What follows belongs to an exercise in optimizing a design on an open flow for small area, a short achievable clock period and few clock cycles per item; a production flow would make more cautious choices.
The RTL was checked by simulation tests, not by an equivalence proof against the original design.

build 40:
// zw96_blend
module zw96_blend (
    input  wire           clk,
    input  wire           rst,
    input  wire           in_valid,
    output wire           in_ready,
    input  wire [13:0]    bg_r,
    input  wire [13:0]    bg_g,
    input  wire [13:0]    bg_b,
    input  wire [7:0]     layer_en,      
    input  wire [8*14-1:0] a_pix,        
    input  wire [8*14-1:0] a_glob,       
    input  wire [8*14-1:0] c_r,
    input  wire [8*14-1:0] c_g,
    input  wire [8*14-1:0] c_b,
    output reg            out_valid,
    output wire [13:0]    out_r,
    output wire [13:0]    out_g,
    output wire [13:0]    out_b,
    output wire [8*14-1:0] out_w,        
    output wire [7:0]     out_contrib    
);
    localparam [13:0] FULL = 14'd16383;
    function [7:0] lowest;
        input [7:0] v;
        begin
            lowest = v & (~v + 8'd1);
        end
    endfunction
    function [7:0] highest;
        input [7:0] v;
        integer i;
        reg seen;
        begin
            seen = 1'b0;
            for (i = 7; i >= 0; i = i - 1) begin
                highest[i] = v[i] & ~seen;
                seen = seen | v[i];
            end
        end
    endfunction
    function atmost1;
        input [7:0] v;
        begin
            atmost1 = (v & (v - 8'd1)) == 8'd0;
        end
    endfunction
    reg  [7:0] i_agf, i_full, i_gen, i_prod, i_top, i_above;
    reg        seen;
    integer    k;
    always @* begin
        for (k = 0; k < 8; k = k + 1) begin
            i_agf[k]  = &a_glob[14*k +: 14];
            i_full[k] = layer_en[k] & (&a_pix[14*k +: 14]) & i_agf[k];
            i_gen[k]  = layer_en[k] & (|a_pix[14*k +: 14]) & (|a_glob[14*k +: 14]) & ~i_full[k];
            i_prod[k] = ~(&a_pix[14*k +: 14]) & ~i_agf[k];
        end
        seen = 1'b0;
        for (k = 7; k >= 0; k = k - 1) begin
            i_top[k]   = i_full[k] & ~seen;
            seen       = seen | i_full[k];
            i_above[k] = ~seen;
        end
    end
    wire [7:0] i_G   = i_gen & i_above;                  
    wire [7:0] i_P   = i_G & i_prod;                     
    wire       i_one = (i_P == 8'd0) && atmost1(i_G);    
    wire [7:0] i_cs  = lowest(i_G);
    wire [7:0] i_ws  = highest(i_G);
    wire [7:0] i_pf  = lowest(i_P);
    reg  [13:0]     bgr_q, bgg_q, bgb_q;
  ...
Size: ~85000 sq um of cells after synthesis.
export LEC_CHECK = 0
export CAP_MARGIN = 20
export CORE_MARGIN = 2
export CORE_UTILIZATION = 40
export PLACE_DENSITY = 0.6
export SLEW_MARGIN = 20
create_clock -name core_clock -period 45.0 [get_ports {clk}]
standard.sh (not shown) runs the stock make flow with config.mk's settings and CLKGATE_MAP_FILE= SYNTH_SCRIPT=/design/flow/synth_recipe.tcl, a recipe that flattens the netlist after the stock synthesis.
==> flow/flow/run.sh <==
#!/bin/bash
# Own layout flow: the standard layout (standard.sh), with two changes.
# 1. Between the standard synthesis and the rest of the flow, flow/pushinv.py
#    takes out inverters around the adder cells of the synthesised netlist
#    (a full adder with complemented inputs gives complemented outputs), with
#    the registers and the logic function unchanged.
# 2. Every timing repair step (floorplan, placement, CTS, global route) is
#    asked to leave SETUP_SLACK_MARGIN ns of setup slack. The clock stays at
#    the design's period and the SDC is the standard flow's; the margin only makes the
#    repair shorten the paths that set the achieved period.
# Each tool's output goes to a log of its own here (flow_*.log); ORFS keeps
# each step's log under orfs/logs/.
set -euo pipefail
cd "$(dirname "$0")/.."
export SETUP_SLACK_MARGIN=34
R="$PWD/orfs/results/$FLOW_PLATFORM/zw96_blend/base"
bash standard.sh synth > flow_synth.log 2>&1
cp "$R/1_2_yosys.v" "$R/1_2_yosys_standard.v"
python3 flow/pushinv.py "$R/1_2_yosys_standard.v" "$R/1_2_yosys.v" > flow_pushinv.log 2>&1
rm -f "$R/1_synth.odb" "$R/1_synth.sdc"
bash standard.sh > flow_standard.log 2>&1
Other scripts of this flow, unchanged in this note and not shown: flow/flow/pushinv.py
Testbench counts of build 40, summed over its fixed seeds: cycles 16,066, items 8,000.
Inputs modified between build 40 and trial 77:
--- a/flow/design.v
+++ b/flow/design.v
@@ -81,13 +81,16 @@
     assign out_r       = acc_r;
     assign out_g       = acc_g;
     assign out_b       = acc_b;
     assign out_w       = w_q;
     assign out_contrib = ct_q;
     wire accept = in_valid & rdy_q;
-    wire last   = rc_q == 8'd0;
+    wire [7:0] rc1 = rc_q & ~cs_q;
+    wire [7:0] rw1 = rw_q & ~ws_q;
+    wire [7:0] p1  = p_q & ~pf_q;
+    wire last   = rc1 == 8'd0;
     wire fin    = busy & ~fix_q & last;
     reg  [13:0] ac, cc_r, cc_g, cc_b, ir, ig, ib, m1, m2;
     always @* begin
         ac = 14'd0; cc_r = 14'd0; cc_g = 14'd0; cc_b = 14'd0;
         ir = 14'd0; ig = 14'd0; ib = 14'd0;
         m1 = 14'd0; m2 = fix_q ? 14'd0 : tr;
@@ -132,50 +135,52 @@
     wire [13:0] wn0 = wa + wb;
     wire [13:0] wn1 = wa + wb + 14'd1;
     wire [13:0] tn0 = tr + ~wa + ~wb + 14'd2;
     wire [13:0] tn1 = tr + ~wa + ~wb + 14'd1;
     wire [13:0] wn  = wc ? wn1 : wn0;
     wire [13:0] tn  = wc ? tn1 : tn0;
+    wire        wge = wc ? |wn1[13:8] : |wn0[13:8];
+    wire        tge = wc ? |tn1[13:8] : |tn0[13:8];
+    always @(posedge clk) begin
+        acc_r <= nr;
+        acc_g <= ng;
+        acc_b <= nb;
+        tr    <= (rdy_q | fix_q) ? FULL : tn;
+    end
     always @(posedge clk) begin
         if (rst) begin
             busy      <= 1'b0;
             rdy_q     <= 1'b1;
             out_valid <= 1'b0;
         end else begin
             out_valid <= fin;
             if (busy) begin
                 if (fix_q) begin
-                    pf_q  <= lowest(p_q);
-                    p_q   <= p_q & ~lowest(p_q);
-                    fix_q <= p_q != 8'd0;
-                    if (p_q == 8'd0) begin
-                        ws_q <= highest(rw_q);
-                        rw_q <= rw_q & ~highest(rw_q);
-                    end
+                    pf_q  <= lowest(p1);
+                    p_q   <= p1;
+                    fix_q <= p1 != 8'd0;
+                    if (p1 == 8'd0)
+                        ws_q <= highest(rw_q);   
                     for (k = 0; k < 8; k = k + 1)
                         if (pf_q[k]) begin
                             ap_q[14*k +: 14] <= wn;
                             sel_q[k]         <= 1'b1;
                         end
                 end else begin
-                    acc_r <= nr;
-                    acc_g <= ng;
-                    acc_b <= nb;
-                    tr    <= tn;
                     first <= 1'b0;
-                    cs_q  <= lowest(rc_q);
-                    rc_q  <= rc_q & ~lowest(rc_q);
-                    ws_q  <= highest(rw_q);
-                    rw_q  <= rw_q & ~highest(rw_q);
+                    cs_q  <= lowest(rc1);
+                    rc_q  <= rc1;
+                    ws_q  <= highest(rw1);
+                    rw_q  <= rw1;
                     for (k = 0; k < 8; k = k + 1)
                         if (ws_q[k]) begin
                             w_q[14*k +: 14] <= wn;
-                            ct_q[k]         <= |wn[13:8];
+                            ct_q[k]         <= wge;
                         end else if (last && top_q[k]) begin
                             w_q[14*k +: 14] <= tn;
-                            ct_q[k]         <= |tn[13:8];
+                            ct_q[k]         <= tge;
                         end else if (first) begin
                             w_q[14*k +: 14] <= 14'd0;
                             ct_q[k]         <= 1'b0;
                         end
                     if (last)
                         busy <= 1'b0;
@@ -191,31 +196,30 @@
                 cg_q  <= c_g;
                 cb_q  <= c_b;
                 sel_q <= i_agf;
                 top_q <= i_top;
                 nof_q <= i_above[0];
                 cs_q  <= i_cs;
-                rc_q  <= i_G & ~i_cs;
+                rc_q  <= i_G;
                 ws_q  <= (i_P == 8'd0) ? i_ws : 8'd0;
-                rw_q  <= (i_P == 8'd0) ? (i_G & ~i_ws) : i_G;
+                rw_q  <= i_G;
                 pf_q  <= i_pf;
-                p_q   <= i_P & ~i_pf;
+                p_q   <= i_P;
                 fix_q <= i_P != 8'd0;
-                tr    <= FULL;
                 first <= 1'b1;
             end
             if (accept)
                 busy  <= 1'b1;
             if (accept)
                 rdy_q <= i_one;
             else if (!busy || fin)
                 rdy_q <= 1'b1;
             else if (fix_q)
-                rdy_q <= (p_q == 8'd0) && last;
+                rdy_q <= (p1 == 8'd0) && last;
             else
-                rdy_q <= atmost1(rc_q);
+                rdy_q <= atmost1(rc1);
         end
     end
 endmodule
 module zw_mulr (
     input  wire [13:0] x,
     input  wire [13:0] y,
[summary]
In trial 77, the data required time at the worst endpoint came out 0.13 ns below the value in build 40.
Relative to build 40, final wirelength has decreased by about 0.7% in trial 77.
Re shortest period the worst path allows: trial 77 is 0.19 ns down on build 40.
Diff build 40..trial 77 | met1 track demand over resource | negligible
Against build 40, routed wire length on met2 in trial 77 rose slightly.
Taking build 40 as the reference, in trial 77 synthesized cell count +59; area of placed instances ~0 delta; starting density of the core ~0 delta; number of clock-tree buffers in the layout +about 0.9%.
Diff build 40 -> trial 77: maximum frequency moved up; final clock period utilization by the worst path moved down.
Testbench counts of trial 77, summed over its fixed seeds: cycles 16,066, items 8,000.

what the ideal ports hide:
No port has a modelled driver above. Below, the same layouts with a new extraction and two added sets of constraints.
Step 1: set_driving_cell puts a clkbuf_16 on clk and a buf_2 on each other input, an assumption about the parent block.
Step 2 times the ports against the registers' clock, not the clock port: input delays grow and output delays shrink by t, the midpoint of the rising clock arrivals with the driver on.
Three values: ideal ports, drivers, drivers and shift; two values: the first two.
run	t (ns)	setup WS [ns]	hold slack, ns	pins driven straight from the clock port
build 40	0.891	33.766 / 33.802 / 32.911	0.563 / 0.563 / 0.563	1
trial 77	0.883	33.960 / 33.931 / 33.129	0.585 / 0.585 / 0.585	1
After both steps setup and hold are still met in every run listed. For build 40, which loses most, drivers alone change the setup slack by +0.036 ns; drivers and shift together by -0.855 ns.
